Background: an optimization exercise with open tools, aiming at small area, a short achievable clock period and few clock cycles per item. Do not read the settings as production practice.

==> 04-07 <==
==> flow/design.v <==
module rec_check (
    input  wire         clk,
    input  wire         rst,           
    input  wire         in_valid,
    output wire         in_ready,
    input  wire [31:0]  in_data,
    output reg          out_valid,
    input  wire         out_ready,
    output wire [7:0]   out_status,
    output wire [31:0]  out_detail,
    output reg  [15:0]  out_seq,
    output reg  [9:0]   out_chan,
    output reg  [5:0]   out_act,
    input  wire         seqchk,        
    input  wire         expseq_wr,     
    input  wire [15:0]  expseq_din,
    input  wire [15:0]  shim_en,       
    input  wire [15:0]  shim_hard,     
    input  wire [15:0]  shim_soft,     
    input  wire [15:0]  shim_time,     
    input  wire [15:0]  shim_angle,    
    input  wire [15:0]  shim_pos,      
    input  wire [127:0] sincos
);
    function [31:0] crc_step(input [31:0] x);
        integer i;
        reg [31:0] r;
        begin
            r = x;
            for (i = 0; i < 32; i = i + 1)
                r = (r >> 1) ^ (r[0] ? 32'h82F6_3B78 : 32'h0);
            crc_step = r;
        end
    endfunction
    reg  [2:0]  wcnt;
    reg  [31:0] crc;           
    reg  [31:0] prev;          
    reg  [15:0] expseq;
    reg  [1:0]  cls, dom;
    reg         sc;            
    reg         bad2;          
    reg  [2:0]  off;           
    reg         crcbad;
    reg         seqbad;
    wire take = in_valid && in_ready;
    assign in_ready = !out_valid || out_ready;
    wire w0 = (wcnt == 3'd0);
    wire w1 = (wcnt == 3'd1);
    wire w2 = (wcnt == 3'd2);
    wire w3 = (wcnt == 3'd3);
    wire w4 = (wcnt == 3'd4);
    wire w5 = (wcnt == 3'd5);
    wire w6 = (wcnt == 3'd6);
    wire w7 = (wcnt == 3'd7);
    wire [31:0] d = in_data;
    wire        dnz = (d != 32'd0);
    wire [31:0] crc_x = d ^ (crc | {32{w0}});
    wire [31:0] crc_n = crc_step(crc_x);
    wire [1:0] cls_i = d[27:26];
    wire [1:0] dom_i = d[25:24];
    wire [7:0] src_i = d[23:16];
    wire chk0 = (d[31:28] != 4'd1) || (cls_i == 2'b11) || (dom_i == 2'b11) ||
                (dom_i == 2'b00 && src_i != 8'd0) ||
                (dom_i == 2'b01 && src_i[7:4] != 4'd0) ||
                (dom_i == 2'b10 && src_i[7]);
    wire [5:0] act_i = d[21:16];
    wire hs   = !cls[0];                        
    wire tdom = (dom == 2'b00);
    wire [3:0] sn = act_i[3:0];
    wire [15:0] shim_v = shim_en &
                         ((cls[1] ? shim_soft : shim_hard)) &
                         (dom[1] ? shim_pos : (dom[0] ? shim_angle : shim_time));
    wire shim_ok = shim_v[sn];
    reg shape_ok;
    always @(*) begin
        case (act_i)
            6'h01, 6'h02, 6'h03, 6'h06, 6'h07: shape_ok = 1'b1;
            6'h04, 6'h05: shape_ok = tdom || hs;
            6'h08: shape_ok = hs && !tdom;
            6'h09: shape_ok = hs;
            6'h20, 6'h21, 6'h22, 6'h23, 6'h24, 6'h25, 6'h26, 6'h27,
            6'h28, 6'h29, 6'h2A, 6'h2B, 6'h2C, 6'h2D, 6'h2E, 6'h2F:
                shape_ok = shim_ok;
            6'h3F: shape_ok = tdom && cls == 2'b10;
            default: shape_ok = 1'b0;
        endcase
    end
    wire win_bad = (cls == 2'b01) && (!tdom || act_i == 6'd0 || act_i > 6'h07);
    wire chk1 = (d[15:5] != 11'd0) || (d[1:0] == 2'b11) ||
                (d[1:0] != 2'b00 && dom != 2'b10) || !shape_ok || win_bad;
    wire [5:0] act = out_act;
    wire a3f   = (act == 6'h3F);
    wire a45   = (act[5:1] == 5'b00010);
    wire a45x  = a45 && !tdom;                  
    wire a06   = (act == 6'h06);
    wire a07   = (act == 6'h07);
    wire a08   = (act == 6'h08);
    wire shim  = (act[5:4] == 2'b10);
    wire p0    = (act[5:2] == 4'd0) || (act == 6'h09);    
    wire win   = (cls == 2'b01);
    wire chk2 = a3f && dnz;
    wire chk3 = (dom == 2'b01 && dnz) || (dom == 2'b10 && d[31:12] != 20'd0) || (a3f && dnz);
    wire chk4 = dnz && !win && !(a08 || a45x || shim);
    wire chk5 = dnz && !(a45x || a06 || shim);
    wire chk6 = (p0 && dnz) ||
                (a06 && (d[1:0] == 2'b00 || d[31:2] != 30'd0)) ||
                (a07 && d[31:6] != 26'd0);
    reg chk;
    always @(*) begin
        case (wcnt)
            3'd0: chk = chk0;
            3'd1: chk = bad2 || chk1;
            3'd2: chk = bad2 || chk2;
            3'd3: chk = bad2 || chk3;
            3'd4: chk = bad2 || chk4;
            3'd5: chk = bad2 || chk5;
            3'd6: chk = bad2 || chk6;
            default: chk = bad2;
        endcase
    end
    wire m12  = (dom == 2'b10) && (d[11:0] != 12'd0) && !sc;
    wire f16z = a08 && !dnz;
    wire f20z = (a45x || a06) && !dnz;
    wire gt   = a45x && (prev > d);
    wire parz = ((a45 && tdom) || a08 || a3f) && !dnz;
    reg [2:0] off_n;
    always @(*) begin
        off_n = off;
        if (w3)
            off_n = m12 ? 3'b011 : 3'b000;
        else if (!off[2]) begin
            if (w4 && f16z)      off_n = 3'b100;
            else if (w5 && f20z) off_n = 3'b101;
            else if (w5 && gt)   off_n = 3'b100;
            else if (w6 && parz) off_n = 3'b110;
        end
    end
    wire st_bad = !crcbad && (bad2 || seqbad);
    wire st_bnd = !crcbad && !bad2 && !seqbad && (off != 3'b000);
    assign out_status = {4'b0000, st_bnd, crcbad || st_bad, 1'b0, crcbad || st_bnd};
    wire sel_seq = !crcbad && !bad2 && seqbad;
    assign out_detail[31:30] = crcbad ? ~crc[31:30] : 2'b00;
    assign out_detail[29]    = crcbad ? ~crc[29] : (bad2 || seqbad);
    assign out_detail[28]    = crcbad ? ~crc[28] : sel_seq;
    assign out_detail[27:16] = crcbad ? ~crc[27:16] : 12'd0;
    assign out_detail[15:5]  = crcbad ? ~crc[15:5] : (sel_seq ? expseq[15:5] : 11'd0);
    assign out_detail[4:2]   = crcbad ? ~crc[4:2] : (sel_seq ? expseq[4:2] : (st_bnd ? off : 3'd0));
    assign out_detail[1:0]   = crcbad ? ~crc[1:0] : (sel_seq ? expseq[1:0] : 2'd0);
    always @(posedge clk) begin
        if (rst) begin
            wcnt      <= 3'd0;
            out_valid <= 1'b0;
            expseq    <= 16'd0;
        end else begin
            if (take) begin
                wcnt <= wcnt + 3'd1;
                if (w7)
                    out_valid <= 1'b1;
            end
            if (out_valid && out_ready) begin
                if (!take || !w7)
                    out_valid <= 1'b0;
                if (seqchk && !crcbad)
                    expseq <= out_seq + 16'd1;
            end
            if (expseq_wr)
                expseq <= expseq_din;
        end
    end
    always @(posedge clk) begin
        seqbad <= seqchk && (out_seq != expseq);
        if (take) begin
            prev <= d;
            bad2 <= chk;
            off  <= off_n;
            if (!w7)
                crc <= crc_n;
            else
                crcbad <= !(&crc_x);
            if (w0) begin
                out_seq <= d[15:0];
                cls     <= cls_i;
                dom     <= dom_i;
                sc      <= sincos[src_i[6:0]];
            end
            if (w1) begin
                out_chan <= d[31:22];
                out_act  <= act_i;
            end
        end
    end
endmodule
==> flow/run.sh <==
#!/bin/bash
# synth_recipe.tcl (not shown) runs the flow's synth.tcl, then flattens the netlist and writes it again
# the make line also repeats each setting of config.mk as NAME=value (left out here)
make -C /OpenROAD-flow-scripts/flow DESIGN_CONFIG=/design/flow/config.mk WORK_HOME=/design/flow/orfs CLKGATE_MAP_FILE= SYNTH_SCRIPT=/design/flow/synth_recipe.tcl finish
==> flow/config.mk <==
export PLATFORM = sky130hd
export DESIGN_NAME = rec_check
export DESIGN_NICKNAME = rec_check
export VERILOG_FILES = /design/flow/design.v
export SDC_FILE = /design/flow/constraint.sdc
export NUM_CORES = 4
export LEC_CHECK = 0
export ABC_CLOCK_PERIOD_IN_PS = 2500
export CAP_MARGIN = 20
export CORE_MARGIN = 2
export CORE_UTILIZATION = 40
export SLEW_MARGIN = 20
==> flow/constraint.sdc <==
create_clock -name core_clock -period 6.0 [get_ports {clk}]
set_input_delay 1.2000 -clock core_clock [delete_from_list [all_inputs] [get_ports {clk}]]
set_output_delay 1.2000 -clock core_clock [all_outputs]
set_load 0.01 [all_outputs]
==> inputs of 05-23, as changes to 04-07 <==
SETUP_SLACK_MARGIN = 3.2   (was default)
==> comparison table <==
Run status: 05-23 timing/DRC/antenna clean; 04-07 timing/DRC/antenna clean
Setup WS pre-CTS: 05-23 -0.002574 ns; 04-07 -0.03071 ns
Post-route non-filler standard cell count: 05-23 2273; 04-07 2094
Count of non-CTS buffers in the layout: 05-23 618; 04-07 442
Worst hold slack after final layout: 05-23 0.5437 ns; 04-07 0.5302 ns
Clock network area share: 05-23 2.932%; 04-07 2.963%
Most used cell, CP: 05-23 sky130_fd_sc_hd__xnor2_4; 04-07 sky130_fd_sc_hd__xnor2_1
Post-route clock period utilization: 05-23 83.90%; 04-07 93.91%
Wire length on met2: 05-23 26750 um; 04-07 23970 um
Antenna violations before repair: 05-23 3; 04-07 0
Routability Congestion: 05-23 0.9079; 04-07 0.9311
Relative area of non-clock buffer cells in the final design: 05-23 27.87%; 04-07 23.18%
Total vias in the final route: 05-23 12250; 04-07 11050
Multi-input gate share of the layout cell area: 05-23 49.31%; 04-07 49.87%
Highest clock frequency the design can meet: 05-23 0.1986 GHz; 04-07 0.1775 GHz
Top routing layer in use: 05-23 met5; 04-07 met4
Clock latency on the worst-skew pair: 05-23 0.43 ns; 04-07 0.42 ns
Reg-to-reg critical path endpoint: 05-23 crc[7]; 04-07 crc[3]
Minimum clock period after layout: 05-23 5.034 ns; 04-07 5.635 ns
Post-DR vias/cell: 05-23 5.388; 04-07 5.277
Count of buffers added by post-CTS timing repair for setup: 05-23 130; 04-07 0
No run of this note included a check of the RTL's function; only the layout flow was run.

========
==> v39 <==
rec_check, a different RTL version from the one above (not shown whole).
## rec_check
module rec_check (
    input  wire         clk,
    input  wire         rst,           
    input  wire         in_valid,
    output wire         in_ready,
    input  wire [31:0]  in_data,
    output reg          out_valid,
    input  wire         out_ready,
    output wire [7:0]   out_status,
    output wire [31:0]  out_detail,
    output reg  [15:0]  out_seq,
    output reg  [9:0]   out_chan,
    output reg  [5:0]   out_act,
    input  wire         seqchk,        
    input  wire         expseq_wr,     
    input  wire [15:0]  expseq_din,
    input  wire [15:0]  shim_en,       
    input  wire [15:0]  shim_hard,     
    input  wire [15:0]  shim_soft,     
    input  wire [15:0]  shim_time,     
    input  wire [15:0]  shim_angle,    
    input  wire [15:0]  shim_pos,      
    input  wire [127:0] sincos
);
clock: 6.0 ns
lec_check: 0
cap_margin: 20
core_margin: 2
core_utilization: 40
setup_slack_margin: 3.1
slew_margin: 20
standard.sh (not shown) runs the stock make flow with config.mk's settings and CLKGATE_MAP_FILE= SYNTH_SCRIPT=/design/flow/synth_recipe.tcl, a recipe that flattens the netlist after the stock synthesis.
==> flow/flow/run.sh <==
#!/bin/bash
set -euo pipefail
export BUFFER_PORTS_ARGS="-buffer_cell sky130_fd_sc_hd__buf_1"
bash standard.sh > standard.log 2>&1
==> v18: changes against v39 <==
--- a/flow/design.v
+++ b/flow/design.v
@@ -19,39 +19,37 @@
     input  wire [15:0]  shim_soft,     
     input  wire [15:0]  shim_time,     
     input  wire [15:0]  shim_angle,    
     input  wire [15:0]  shim_pos,      
     input  wire [127:0] sincos
 );
     reg  [2:0]  wcnt;
-    reg         first;         
-    reg  [31:0] cx;            
+    reg  [31:0] crc;           
     reg  [31:0] prev;          
     reg  [15:0] expseq;
     reg  [1:0]  cls, dom;
     reg         sc;            
     reg         bad2;          
     reg  [2:0]  off;           
     reg         crcbad;
-    reg         r_bad;         
-    reg         r_seq;         
-    reg         r_bnd;         
+    reg         seqbad;
     wire take = in_valid && in_ready;
     assign in_ready = !out_valid || out_ready;
     wire w0 = (wcnt == 3'd0);
     wire w1 = (wcnt == 3'd1);
     wire w2 = (wcnt == 3'd2);
     wire w3 = (wcnt == 3'd3);
     wire w4 = (wcnt == 3'd4);
     wire w5 = (wcnt == 3'd5);
     wire w6 = (wcnt == 3'd6);
     wire w7 = (wcnt == 3'd7);
     wire [31:0] d = in_data;
     wire        dnz = (d != 32'd0);
-    wire [31:0] x = cx;
+    wire [31:0] crc_x = d ^ (crc | {32{w0}});
+    wire [31:0] x = crc_x;
     wire [31:0] fx;
     wire cx32 = x[6] ^ x[15];
     wire cx33 = x[0] ^ x[23];
     wire cx34 = x[1] ^ x[20];
     wire cx35 = x[2] ^ x[25];
     wire cx36 = x[10] ^ x[26];
     wire cx37 = x[4] ^ x[13];
@@ -294,76 +292,58 @@
     wire cy137 = x[1] ^ x[24];
     wire cy138 = cx37 ^ cx41;
     wire cy139 = cy137 ^ cx71;
     wire cy140 = cx90 ^ cy138;
     wire cy141 = cy139 ^ cy140;
     wire cy142 = cx105 ^ cy141;
     assign fx[31] = cy142;
-    wire [31:0] cx_n = d ^ (fx | {32{first}});
+    wire [31:0] crc_n = fx;
     wire [1:0] cls_i = d[27:26];
     wire [1:0] dom_i = d[25:24];
     wire [7:0] src_i = d[23:16];
     wire chk0 = (d[31:28] != 4'd1) || (cls_i == 2'b11) || (dom_i == 2'b11) ||
                 (dom_i == 2'b00 && src_i != 8'd0) ||
                 (dom_i == 2'b01 && src_i[7:4] != 4'd0) ||
                 (dom_i == 2'b10 && src_i[7]);
-    wire [3:0] sq0 = {src_i[1:0] == 2'd3, src_i[1:0] == 2'd2, src_i[1:0] == 2'd1, src_i[1:0] == 2'd0};
-    wire [3:0] sq1 = {src_i[3:2] == 2'd3, src_i[3:2] == 2'd2, src_i[3:2] == 2'd1, src_i[3:2] == 2'd0};
-    wire [3:0] sq2 = {src_i[5:4] == 2'd3, src_i[5:4] == 2'd2, src_i[5:4] == 2'd1, src_i[5:4] == 2'd0};
-    wire [31:0] sl1;
-    wire [7:0]  sl2;
-    wire [1:0]  sl3;
-    genvar sci;
-    generate
-        for (sci = 0; sci < 32; sci = sci + 1) begin : g_sl1
-            assign sl1[sci] = |(sincos[4*sci +: 4] & sq0);
-        end
-        for (sci = 0; sci < 8; sci = sci + 1) begin : g_sl2
-            assign sl2[sci] = |(sl1[4*sci +: 4] & sq1);
-        end
-        for (sci = 0; sci < 2; sci = sci + 1) begin : g_sl3
-            assign sl3[sci] = |(sl2[4*sci +: 4] & sq2);
-        end
-    endgenerate
-    wire sc_i = src_i[6] ? sl3[1] : sl3[0];
     wire [5:0] act_i = d[21:16];
-    wire chk1 = (d[15:5] != 11'd0) || (d[1:0] == 2'b11) ||
-                (d[1:0] != 2'b00 && dom != 2'b10);
-    wire [5:0] act = out_act;
-    wire hs    = !cls[0];                       
-    wire tdom  = (dom == 2'b00);
-    wire a3f   = (act == 6'h3F);
-    wire a45   = (act[5:1] == 5'b00010);
-    wire a45x  = a45 && !tdom;                  
-    wire a06   = (act == 6'h06);
-    wire a07   = (act == 6'h07);
-    wire a08   = (act == 6'h08);
-    wire shim  = (act[5:4] == 2'b10);
-    wire p0    = (act[5:2] == 4'd0) || (act == 6'h09);    
-    wire win   = (cls == 2'b01);
-    wire [3:0] sn = act[3:0];
-    wire shim_ok = shim_en[sn] &
-                   (cls[1] ? shim_soft[sn] : shim_hard[sn]) &
-                   (dom[1] ? shim_pos[sn] : (dom[0] ? shim_angle[sn] : shim_time[sn]));
+    wire hs   = !cls[0];                        
+    wire tdom = (dom == 2'b00);
+    wire [3:0] sn = act_i[3:0];
+    wire [15:0] shim_v = shim_en &
+                         ((cls[1] ? shim_soft : shim_hard)) &
+                         (dom[1] ? shim_pos : (dom[0] ? shim_angle : shim_time));
+    wire shim_ok = shim_v[sn];
     reg shape_ok;
     always @(*) begin
-        case (act)
+        case (act_i)
             6'h01, 6'h02, 6'h03, 6'h06, 6'h07: shape_ok = 1'b1;
             6'h04, 6'h05: shape_ok = tdom || hs;
             6'h08: shape_ok = hs && !tdom;
             6'h09: shape_ok = hs;
             6'h20, 6'h21, 6'h22, 6'h23, 6'h24, 6'h25, 6'h26, 6'h27,
             6'h28, 6'h29, 6'h2A, 6'h2B, 6'h2C, 6'h2D, 6'h2E, 6'h2F:
                 shape_ok = shim_ok;
             6'h3F: shape_ok = tdom && cls == 2'b10;
             default: shape_ok = 1'b0;
         endcase
     end
-    wire win_bad = win && (!tdom || act == 6'd0 || act > 6'h07);
-    wire chk2 = (a3f && dnz) || !shape_ok || win_bad;
+    wire win_bad = (cls == 2'b01) && (!tdom || act_i == 6'd0 || act_i > 6'h07);
+    wire chk1 = (d[15:5] != 11'd0) || (d[1:0] == 2'b11) ||
+                (d[1:0] != 2'b00 && dom != 2'b10) || !shape_ok || win_bad;
+    wire [5:0] act = out_act;
+    wire a3f   = (act == 6'h3F);
+    wire a45   = (act[5:1] == 5'b00010);
+    wire a45x  = a45 && !tdom;                  
+    wire a06   = (act == 6'h06);
+    wire a07   = (act == 6'h07);
+    wire a08   = (act == 6'h08);
+    wire shim  = (act[5:4] == 2'b10);
+    wire p0    = (act[5:2] == 4'd0) || (act == 6'h09);    
+    wire win   = (cls == 2'b01);
+    wire chk2 = a3f && dnz;
     wire chk3 = (dom == 2'b01 && dnz) || (dom == 2'b10 && d[31:12] != 20'd0) || (a3f && dnz);
     wire chk4 = dnz && !win && !(a08 || a45x || shim);
     wire chk5 = dnz && !(a45x || a06 || shim);
     wire chk6 = (p0 && dnz) ||
                 (a06 && (d[1:0] == 2'b00 || d[31:2] != 30'd0)) ||
                 (a07 && d[31:6] != 26'd0);
     reg chk;
@@ -378,83 +358,75 @@
             3'd6: chk = bad2 || chk6;
             default: chk = bad2;
         endcase
     end
     wire m12  = (dom == 2'b10) && (d[11:0] != 12'd0) && !sc;
     wire f16z = a08 && !dnz;
     wire f20z = (a45x || a06) && !dnz;
-    wire [32:0] gt_c;
-    assign gt_c[0] = 1'b0;
-    genvar gi;
-    generate for (gi = 0; gi < 32; gi = gi + 1) begin : g_gt
-        assign gt_c[gi+1] = (prev[gi] & ~d[gi]) | ((prev[gi] | ~d[gi]) & gt_c[gi]);
-    end endgenerate
-    wire gt   = a45x && gt_c[32];
+    wire gt   = a45x && (prev > d);
     wire parz = ((a45 && tdom) || a08 || a3f) && !dnz;
     reg [2:0] off_n;
     always @(*) begin
         off_n = off;
         if (w3)
             off_n = m12 ? 3'b011 : 3'b000;
         else if (!off[2]) begin
             if (w4 && f16z)      off_n = 3'b100;
             else if (w5 && f20z) off_n = 3'b101;
             else if (w5 && gt)   off_n = 3'b100;
             else if (w6 && parz) off_n = 3'b110;
         end
     end
-    wire seq_ne = seqchk && (out_seq != expseq);
-    wire [31:0] crc_calc = ~(cx ^ prev);        
-    assign out_status = {4'b0000, !crcbad && r_bnd, crcbad || r_bad, 1'b0, crcbad || r_bnd};
-    assign out_detail[31:30] = crcbad ? crc_calc[31:30] : 2'b00;
-    assign out_detail[29]    = crcbad ? crc_calc[29] : r_bad;
-    assign out_detail[28]    = crcbad ? crc_calc[28] : r_seq;
-    assign out_detail[27:16] = crcbad ? crc_calc[27:16] : 12'd0;
-    assign out_detail[15:5]  = crcbad ? crc_calc[15:5] : (r_seq ? expseq[15:5] : 11'd0);
-    assign out_detail[4:2]   = crcbad ? crc_calc[4:2] : (r_seq ? expseq[4:2] : (r_bnd ? off : 3'd0));
-    assign out_detail[1:0]   = crcbad ? crc_calc[1:0] : (r_seq ? expseq[1:0] : 2'd0);
+    wire st_bad = !crcbad && (bad2 || seqbad);
+    wire st_bnd = !crcbad && !bad2 && !seqbad && (off != 3'b000);
+    assign out_status = {4'b0000, st_bnd, crcbad || st_bad, 1'b0, crcbad || st_bnd};
+    wire sel_seq = !crcbad && !bad2 && seqbad;
+    assign out_detail[31:30] = crcbad ? ~crc[31:30] : 2'b00;
+    assign out_detail[29]    = crcbad ? ~crc[29] : (bad2 || seqbad);
+    assign out_detail[28]    = crcbad ? ~crc[28] : sel_seq;
+    assign out_detail[27:16] = crcbad ? ~crc[27:16] : 12'd0;
+    assign out_detail[15:5]  = crcbad ? ~crc[15:5] : (sel_seq ? expseq[15:5] : 11'd0);
+    assign out_detail[4:2]   = crcbad ? ~crc[4:2] : (sel_seq ? expseq[4:2] : (st_bnd ? off : 3'd0));
+    assign out_detail[1:0]   = crcbad ? ~crc[1:0] : (sel_seq ? expseq[1:0] : 2'd0);
     always @(posedge clk) begin
         if (rst) begin
             wcnt      <= 3'd0;
-            first     <= 1'b1;
             out_valid <= 1'b0;
             expseq    <= 16'd0;
         end else begin
             if (take) begin
-                wcnt  <= wcnt + 3'd1;
-                first <= w7;
+                wcnt <= wcnt + 3'd1;
                 if (w7)
                     out_valid <= 1'b1;
             end
             if (out_valid && out_ready) begin
                 if (!take || !w7)
                     out_valid <= 1'b0;
                 if (seqchk && !crcbad)
                     expseq <= out_seq + 16'd1;
             end
             if (expseq_wr)
                 expseq <= expseq_din;
         end
     end
     always @(posedge clk) begin
-        r_bad <= bad2 || seq_ne;
-        r_seq <= !bad2 && seq_ne;
-        r_bnd <= !bad2 && !seq_ne && (off != 3'b000);
+        seqbad <= seqchk && (out_seq != expseq);
         if (take) begin
             prev <= d;
             bad2 <= chk;
             off  <= off_n;
-            cx   <= cx_n;
-            if (w7)
-                crcbad <= !(&cx_n);
+            if (!w7)
+                crc <= crc_n;
+            else
+                crcbad <= !(&crc_x);
             if (w0) begin
                 out_seq <= d[15:0];
                 cls     <= cls_i;
                 dom     <= dom_i;
-                sc      <= sc_i;
+                sc      <= sincos[src_i[6:0]];
             end
             if (w1) begin
                 out_chan <= d[31:22];
                 out_act  <= act_i;
             end
         end
     end
- SETUP_SLACK_MARGIN: 3.1 -> unset
==> run notes <==
- v18 completed without violations. v39 produced a clean layout.
- Of v39 and v18, v18 has the higher clock-buffer cell count (gap 5).
- Of v18 and v39, v39 has the higher via count (gap 4.0%, measured against v39).
- Against v18, the cell count of v39 is higher by 4.3%.
- In v39 the die area is smaller than in v18, by 0.84%.
- Non-clock buffer count: v18 is lower than v39 (124).
- Register-to-register slack: v39 is better than v18 (0.35 ns).
- Between v18 and v39, the lower sequential share of layout area is in v39 (gap 2.5 points).
- Wire length: v39 is larger than v18 (5.1%).
- In v18 the fmax is lower than in v39, by 8.9%.
- Of v39 and v18, v39 has the higher worst setup slack (gap 0.35 ns).
No functional check of the RTL was part of any run of this note.

==> afterwards: timing with drivers on the ports <==
In the flow no input, the clock included, has a driving cell. The finished layouts below were timed again as built, in two steps. Step 1 assumes that a clkbuf_16 drives the clock port and a buf_2 every other input. Step 2 adds t to the input delays and takes it off the output delays; t is the mean of the earliest and latest rising clock arrival at the registers after step 1. Input paths then give back, and output paths get back, about the clock's delay inside the block. Slacks: no drivers / after step 1 / after step 2; pairs: no drivers / after step 1.
| run | t, ns | setup WS [ns] | worst register clock-pin slew, ns | worst slew at a driven data input, ns | pins driven straight from the clock port |
|---|---|---|---|---|---|
| 04-07 | 0.464 | 0.365 / 0.373 / -0.091 | 0.07 / 0.07 | 0.09 | 1 |
| 05-23 | 0.478 | 0.966 / 0.987 / 0.509 | 0.06 / 0.06 | 0.12 | 1 |
| v39 | 0.475 | 2.405 / 2.405 / 2.249 | 0.07 / 0.07 | 0.13 | 1 |
| v18 | 0.472 | 2.054 / 2.054 / 1.793 | 0.07 / 0.07 | 0.09 | 1 |
Met with ideal ports but missed after step 2: setup timing in 04-07. For 05-23, which loses most, drivers alone change the setup slack by +0.021 ns; drivers and shift together by -0.457 ns.
